Context: an optimization exercise on an open-source flow, tuned for small area and few clock cycles. The choices shown serve that exercise and are no tape-out recipe. Function was checked by simulation only, so behaviour that the tests miss may differ from the original. Power is estimated from default activity; no workload was simulated.

==> design/flow/design.v <==
module tdc_div #(
    parameter NW = 58,
    parameter DW = 24
) (
    input  wire          clk,
    input  wire          rst,
    input  wire          start,
    input  wire [NW-1:0] num,
    input  wire [DW-1:0] den,
    output reg           done,       
    output wire [NW-1:0] quo,
    output wire [DW-1:0] rem
);
    reg [NW-1:0] q;
    reg [DW:0]   r;
    reg [DW-1:0] d;
    reg [6:0]    cnt;
    reg          busy;
    wire [DW:0] r_sh  = {r[DW-1:0], q[NW-1]};
    wire [DW:0] r_sub = r_sh - {1'b0, d};
    wire        fits  = r_sh >= {1'b0, d};
    always @(posedge clk) begin
        done <= 1'b0;
        if (rst) begin
            busy <= 1'b0;
        end else if (start) begin
            q    <= num;
            r    <= {(DW+1){1'b0}};
            d    <= den;
            cnt  <= NW[6:0];
            busy <= 1'b1;
        end else if (busy) begin
            q   <= {q[NW-2:0], fits};
            r   <= fits ? r_sub : r_sh;
            cnt <= cnt - 7'd1;
            if (cnt == 7'd1) begin
                busy <= 1'b0;
                done <= 1'b1;
            end
        end
    end
    assign quo = q;
    assign rem = r[DW-1:0];
endmodule
module tdc_calc (
    input  wire        clk,
    input  wire        rst,           
    input  wire        cmd_valid,
    output wire        cmd_ready,
    input  wire [1:0]  cmd_op,        
    input  wire [23:0] cmd_s1,        
    input  wire [23:0] cmd_s2,        
    input  wire [31:0] cmd_r,         
    input  wire [20:0] cmd_k_start,   
    input  wire [20:0] cmd_k_stop,    
    output reg         cal_done,
    output reg         cal_pass,
    output reg  [31:0] gain,
    output reg  [15:0] offset,
    output reg  [31:0] m1,
    output reg  [31:0] m2,
    output reg         res_done,
    output reg  [47:0] value,
    output reg  [31:0] vmin,
    output reg  [31:0] vmax,
    output reg         order_rev,
    output reg         below_res,
    output reg  [15:0] shots,
    output reg  [15:0] rev
);
    localparam OP_CAL = 2'd0, OP_START = 2'd1, OP_SHOT = 2'd2, OP_END = 2'd3;
    localparam S_IDLE    = 3'd0,
               S_CAL_CHK = 3'd1,
               S_CAL_DIV = 3'd2,
               S_CAL_FIN = 3'd3,
               S_END_CHK = 3'd4,
               S_END_DIV = 3'd5,
               S_END_FIN = 3'd6;
    reg [2:0] state;
    assign cmd_ready = state == S_IDLE;
    wire accept = cmd_valid && cmd_ready;
    function automatic signed [63:0] rshift_round(input signed [63:0] x, input integer sh);
        reg [63:0] mag;
        begin
            mag = x[63] ? -x : x;
            mag = (mag + (64'd1 << (sh - 1))) >> sh;
            rshift_round = x[63] ? -$signed(mag) : $signed(mag);
        end
    endfunction
    reg signed [23:0] s1_q, s2_q;
    wire signed [24:0] dm  = {s2_q[23], s2_q} - {s1_q[23], s1_q};        
    wire signed [25:0] e1  = {{2{s1_q[23]}}, s1_q} - 26'sd32768;         
    wire signed [25:0] e2  = {dm[24], dm} - 26'sd32768;                  
    wire cal_ok = e1 >= -26'sd2048 && e1 <= 26'sd2048 &&
                  e2 >= -26'sd1024 && e2 <= 26'sd1024;
    wire signed [63:0] m1_new = rshift_round({{40{s1_q[23]}}, s1_q}, 4);
    wire signed [63:0] m2_new = rshift_round({{40{s2_q[23]}}, s2_q}, 4);
    reg         div_start;
    reg  [57:0] div_num;
    reg  [23:0] div_den;
    wire        div_done;
    wire [57:0] div_quo;
    wire [23:0] div_rem;
    tdc_div #(.NW(58), .DW(24)) u_div (
        .clk(clk), .rst(rst), .start(div_start), .num(div_num), .den(div_den),
        .done(div_done), .quo(div_quo), .rem(div_rem)
    );
    wire [58:0] div_rnd = {1'b0, div_quo} + (({div_rem, 1'b0} >= {1'b0, div_den}) ? 59'd1 : 59'd0);
    wire [31:0]        gain_new = div_rnd[31:0];
    wire signed [63:0] gs1      = $signed({32'd0, gain_new}) * $signed({{40{s1_q[23]}}, s1_q});
    wire signed [63:0] ofs_num  = (64'sd1 <<< 45) - gs1;
    wire signed [63:0] ofs_new  = rshift_round(ofs_num, 34);
    reg               shot_v;
    reg signed [31:0] r_q;
    reg signed [20:0] ks_q, kp_q;
    wire signed [63:0] prod  = $signed({32'd0, gain}) * $signed({{32{r_q[31]}}, r_q});
    wire signed [63:0] pscl  = rshift_round(prod, 22);                    
    wire signed [22:0] kterm = {{7{offset[15]}}, offset} + {{2{kp_q[20]}}, kp_q} - {{2{ks_q[20]}}, ks_q};
    wire signed [41:0] v256  = pscl[41:0] + {{11{kterm[22]}}, kterm, 8'd0};
    reg signed [57:0] acc_sum;
    reg signed [41:0] acc_min, acc_max;
    reg        [15:0] acc_cnt, acc_rev;
    reg               sum_neg;
    function automatic [31:0] to_ticks_sat(input signed [41:0] x);
        reg signed [63:0] t;
        begin
            t = rshift_round({{22{x[41]}}, x}, 8);
            if (t > 64'sd2147483647)       to_ticks_sat = 32'h7FFFFFFF;
            else if (t < -64'sd2147483648) to_ticks_sat = 32'h80000000;
            else                           to_ticks_sat = t[31:0];
        end
    endfunction
    wire signed [47:0] value_new = sum_neg ? -$signed(div_rnd[47:0]) : $signed(div_rnd[47:0]);
    always @(posedge clk) begin
        cal_done  <= 1'b0;
        res_done  <= 1'b0;
        div_start <= 1'b0;
        if (rst) begin
            state   <= S_IDLE;
            shot_v  <= 1'b0;
            gain    <= 32'h4000_0000;
            offset  <= 16'd0;
            m1      <= 32'd0;
            m2      <= 32'd0;
            acc_sum <= 58'd0;
            acc_cnt <= 16'd0;
            acc_rev <= 16'd0;
            acc_min <= 42'd0;
            acc_max <= 42'd0;
        end else begin
            shot_v <= accept && cmd_op == OP_SHOT;
            r_q    <= cmd_r;
            ks_q   <= cmd_k_start;
            kp_q   <= cmd_k_stop;
            if (shot_v) begin
                acc_sum <= acc_sum + {{16{v256[41]}}, v256};
                acc_cnt <= acc_cnt + 16'd1;
                if (v256 < 0) acc_rev <= acc_rev + 16'd1;
                if (acc_cnt == 16'd0 || v256 < acc_min) acc_min <= v256;
                if (acc_cnt == 16'd0 || v256 > acc_max) acc_max <= v256;
            end
            case (state)
                S_IDLE: if (accept) begin
                    case (cmd_op)
                        OP_CAL: begin
                            s1_q  <= cmd_s1;
                            s2_q  <= cmd_s2;
                            state <= S_CAL_CHK;
                        end
                        OP_START: begin
                            acc_sum <= 58'd0;
                            acc_cnt <= 16'd0;
                            acc_rev <= 16'd0;
                            acc_min <= 42'd0;
                            acc_max <= 42'd0;
                        end
                        OP_END:  state <= S_END_CHK;
                        default: ;
                    endcase
                end
                S_CAL_CHK: begin
                    if (cal_ok) begin
                        div_num   <= 58'd1 << 45;
                        div_den   <= {7'd0, dm[16:0]};
                        div_start <= 1'b1;
                        state     <= S_CAL_DIV;
                    end else begin
                        cal_done <= 1'b1;
                        cal_pass <= 1'b0;
                        state    <= S_IDLE;
                    end
                end
                S_CAL_DIV: if (div_done) state <= S_CAL_FIN;
                S_CAL_FIN: begin
                    gain     <= gain_new;
                    offset   <= ofs_new[15:0];
                    m1       <= m1_new[31:0];
                    m2       <= m2_new[31:0];
                    cal_done <= 1'b1;
                    cal_pass <= 1'b1;
                    state    <= S_IDLE;
                end
                S_END_CHK: begin
                    if (acc_cnt == 16'd0) begin
                        value     <= 48'd0;
                        vmin      <= 32'd0;
                        vmax      <= 32'd0;
                        order_rev <= 1'b0;
                        below_res <= 1'b1;
                        shots     <= 16'd0;
                        rev       <= 16'd0;
                        res_done  <= 1'b1;
                        state     <= S_IDLE;
                    end else begin
                        sum_neg   <= acc_sum < 0;
                        div_num   <= acc_sum < 0 ? -acc_sum : acc_sum;
                        div_den   <= {acc_cnt, 8'd0};
                        div_start <= 1'b1;
                        state     <= S_END_DIV;
                    end
                end
                S_END_DIV: if (div_done) state <= S_END_FIN;
                S_END_FIN: begin
                    value     <= value_new;
                    vmin      <= to_ticks_sat(acc_min);
                    vmax      <= to_ticks_sat(acc_max);
                    order_rev <= value_new < 0;
                    below_res <= value_new > -48'sd32 && value_new < 48'sd32;
                    shots     <= acc_cnt;
                    rev       <= acc_rev;
                    res_done  <= 1'b1;
                    state     <= S_IDLE;
                end
                default: state <= S_IDLE;
            endcase
        end
    end
endmodule
==> design/flow/run.sh <==
#!/bin/bash
# synth_recipe.tcl (not shown) runs the flow's synth.tcl, then flattens the netlist and writes it again
# the make line also repeats each setting of config.mk as NAME=value (left out here)
make -C /OpenROAD-flow-scripts/flow DESIGN_CONFIG=/design/flow/config.mk WORK_HOME=/design/flow/orfs CLKGATE_MAP_FILE= SYNTH_SCRIPT=/design/flow/synth_recipe.tcl finish
==> design/flow/config.mk <==
export PLATFORM = sky130hd
export DESIGN_NAME = tdc_calc
export DESIGN_NICKNAME = tdc_calc
export VERILOG_FILES = /design/flow/design.v
export SDC_FILE = /design/flow/constraint.sdc
export NUM_CORES = 4
export LEC_CHECK = 0
export CAP_MARGIN = 20
export CORE_MARGIN = 2
export CORE_UTILIZATION = 40
export SLEW_MARGIN = 20
==> design/flow/constraint.sdc <==
create_clock -name core_clock -period 30.0 [get_ports {clk}]
set_input_delay 6.0000 -clock core_clock [delete_from_list [all_inputs] [get_ports {clk}]]
set_output_delay 6.0000 -clock core_clock [all_outputs]
set_load 0.01 [all_outputs]
==> run summary <==
max-cap violations=0; Via density=approximately 5.4; Nets=15600; outcome=finished clean; Tcrit/Tclk final=between 60% and 70%; Clock transition at path regs=roughly 0.060 ns; kind of critical path=reg2reg; Die ar.=between 200000 and 300000 um^2; setup TNS=0 ns; fraction of synthesized area in multiplexers=~2.2%; Post-CTS Setup Bufs=0; largest net degree at the start of global routing=88; Max Clock Skew=between 0.08 and 0.09 ns; htree depth=3; core area=~280000 um^2; final WL=~360 mm; DR pass1 iterations=6; Die W=around 540 um; Final Max Tran Viols=0; Synth Area in Compound Gates=under 10%; Setup crit end kind=flip-flop; syn nets=around 16000; routed via count=about 90000; Final Hold Viols=0; Starting Density=40.2%; Antenna Nets Post-Route=0; post-cts hold buffer count=0; XOR/XNOR Fraction of Synth Area=under 10%; Yosys warnings=2; first-pass GRT wire length=between 500 and 600 mm; ys flop type=edfxtp_1; Yosys reg bits=between 700 and 800; synthesized area per cell=approximately 9 um^2; WP data arrival=21.42 ns; clock buffer depth=3; Crit Path Max Fanout=62; GRT Overall Usage=around a quarter; Leak=~0.055 uW; chip height=539 um; Synth Area in Adders=roughly 37%; TritonCTS buffer count=94; synth unique cells=between 100 and 150; share of cells above drive strength 1=under 10%; CTS tree=done; Critical Path Max Stage Delay=roughly 1.0 ns; Async SR Flop Fraction=0%; fmax=approximately 48 MHz; IO Count=a little under 400; CP required=between 30 and 40 ns; Post-synth EDFFs=between 400 and 500; Hold WC Path Type=reg2reg; Worst-Margin Slew=~1.2 ns; placed wire-length estimate=roughly 270 mm; IO buf count=approximately 390; minimum clock period=just over 20 ns; Worst R2R Setup Slack=9.25 ns; Layout Cell Area excl Fill=~130000 um^2; RSZ-0062 raised after global routing=false; CP Launch Type=flip-flop; placed cell area=roughly 120000 um^2; Final Instance Count excl. Fillers=about 17000; Hold WS=about 0.45 ns; GRT overflow=0; CP most frequent cell=fa_1; 1st-iter DRT viols=roughly 7300; number of global-route vias before repair=90100; largest family of logic cells by synthesized area=adder cells; Root Driver=clkbuf_16; register area share after synthesis=17.3%; clk latency of the worst-skew pair=0.79 ns; placer congestion estimate=between 0.9 and 1; Placed Instances=16700; Worst slew margin=22.2%; synth-to-layout area growth=9.79%; most common cell after layout, fill and taps aside=inv_1; commonest non-fill, non-tap cells in the layout=inv_1 (1969), fa_1 (1594), nand2_1 (1513); Mapped Area=between 100000 and 150000 um^2; power per cell area=between 60 and 70 nW/um^2; Post-Synthesis Cells=roughly 13000; post-layout util=approximately 44%; final setup vio count=0; slowest CP cell=edfxtp_1; initial antenna violation count=10; FP Rows=a little under 200; # DRC=0; clock sink count=between 700 and 800; Resized cells post-CTS=0; Simple-Gate Fraction of Synth Area=18.8%; Peak VDD IR=approximately 0.00012 V; routed length per instance=21.4 um
## report_power, final
group	switching [uW]	total [uW]	internal [uW]	leakage [uW]
clock network	543	1230	685	0.00157
logic	3870	6310	2440	0.0468
registers	48.1	1180	1130	0.00673
## cells in the mapped netlist, types with 20 or more instances
cell type,n,area share [%]
nand2b_1,102,0.56
or2_2,48,0.26
nor2_1,903,3.0
a31oi_1,66,0.36
o31ai_1,64,0.42
o41ai_1,37,0.28
nor3_1,203,0.89
or3_1,86,0.47
and3_1,109,0.60
o21a_1,66,0.43
a21boi_0,36,0.24
nor4_1,69,0.38
a21oi_1,403,1.8
o21ai_0,385,1.7
ha_1,827,9.0
or4_1,47,0.31
buf_1,46,0.15
nand3_1,196,0.86
xor2_1,266,2.0
clkbuf_1,589,1.9
dfxtp_1,295,5.2
and2_1,775,4.2
mux2_2,65,0.64
nand4_1,115,0.63
fa_1,1594,28
a21o_1,157,1.0
nor2b_1,75,0.41
nand2_1,1517,5.0
a2111oi_0,20,0.15
a211oi_1,107,0.70
inv_1,1970,6.5
nand3b_1,21,0.14
edfxtp_1,464,12
o22ai_1,22,0.12
o211ai_1,44,0.29
mux2i_1,180,1.6
xnor2_1,517,4.0
buf_2,28,0.12
and4_1,26,0.20
o21bai_1,45,0.29
## stage by stage
stage	total power [uW]	worst slack, ns
after global placement	7390	9.53
after global routing	9450	7.62
after detailed placement	7390	9.29
after CTS	8680	9.23
after floorplan	5600	10.61
final	8720	9.25
## layout make-up
class                      instances  area, um^2
multi-input combinational       9575       85100
sequential                       759       19900
inverter                        1981        7440
clock inverter                    62         731
tap                             3762        4710
antenna                            5        12.5
clock buffer                     116        2520
timing repair buffer             594        5440
fill                           28000      159000
## critical path, delay by kind of cell (launching register included)
| family | cells | cell delay [ns] |
|---|---|---|
| multiplexers | 1 | 0.12 |
| adder cells (fa/ha/maj) | 12 | 5.54 |
| AO/OA/AOI/OAI | 32 | 8.48 |
| XOR/XNOR | 3 | 0.75 |
| AND/OR/NAND/NOR | 14 | 3.17 |
| buffers and inverters | 6 | 1.61 |
| flip-flops | 1 | 1.03 |
## final timing paths
check,startpoint,to,cells after the start
worst max-delay path,r_q[31]$_DFFE_PN_,acc_sum[57]$_SDFF_PP0_,68
worst min-delay path,div_den[15]$_DFFE_PP_,u_div.d[15]$_DFFE_PP_,0
worst max register to register,r_q[31]$_DFFE_PN_,acc_sum[57]$_SDFF_PP0_,68
worst min register to register,div_den[15]$_DFFE_PP_,u_div.d[15]$_DFFE_PP_,0
## layer usage
metal / track usage [%] / wire length (um) / up-vias / part of all wire (%)
met5: 0 / 0 / - / 0
met4: 7.30 / 12600 / 0 / 3.5
met3: 4.74 / 29200 / 478 / 8.1
met2: 38.2 / 158000 / 3154 / 44
met1: 35.3 / 161000 / 45200 / 45
li1: - / - / 42100 / -
## cell families after synthesis
logic type	after synthesis
AO/OA/AOI/OAI	1720
XOR/XNOR	784
adder cells (fa/ha/maj)	2425
buffers and inverters	2650
flip-flops	759
multiplexers	246
AND/OR/NAND/NOR	4400
## state kept, by name, summed over array words and instances, names as in the netlist, 32 cells and up
register,count
gain,32
acc_sum,58
u_div.q,58
acc_max,42
vmax,32
div_num,58
m1,32
acc_min,42
m2,32
value,47
r_q,32
vmin,32
Testbench counts, summed over its fixed seeds: cycles 50,171.

-- what the ideal ports hide --
The flow's constraints put no driver on any port. The routed layout listed below was extracted and timed again, unchanged, in two steps.
Step 1 (the two cells are an assumption about what drives the block):
set clk [get_ports {clk}]
set_driving_cell -lib_cell sky130_fd_sc_hd__clkbuf_16 $clk
set_driving_cell -lib_cell sky130_fd_sc_hd__buf_2 [delete_from_list [all_inputs] $clk]
Step 2 moves the port delays by t, midway between the first and last clock arrival at a register: inputs arrive t later, outputs are due t later. That takes back most of the time a late clock gives input paths.
Slacks: ideal / step 1 / step 2; pairs: ideal / step 1.
t, ns: 0.832
slack for setup (ns): 9.252 / 9.252 / 9.252
hold WS [ns]: 0.450 / 0.450 / 0.450
clock arrival spread, ns: 0.093 / 0.093
pins driven straight from the clock port: 1
After both steps setup and hold are still met in this run. The setup slack of this run moves by 0.000 ns with the drivers and by 0.000 ns with both steps.
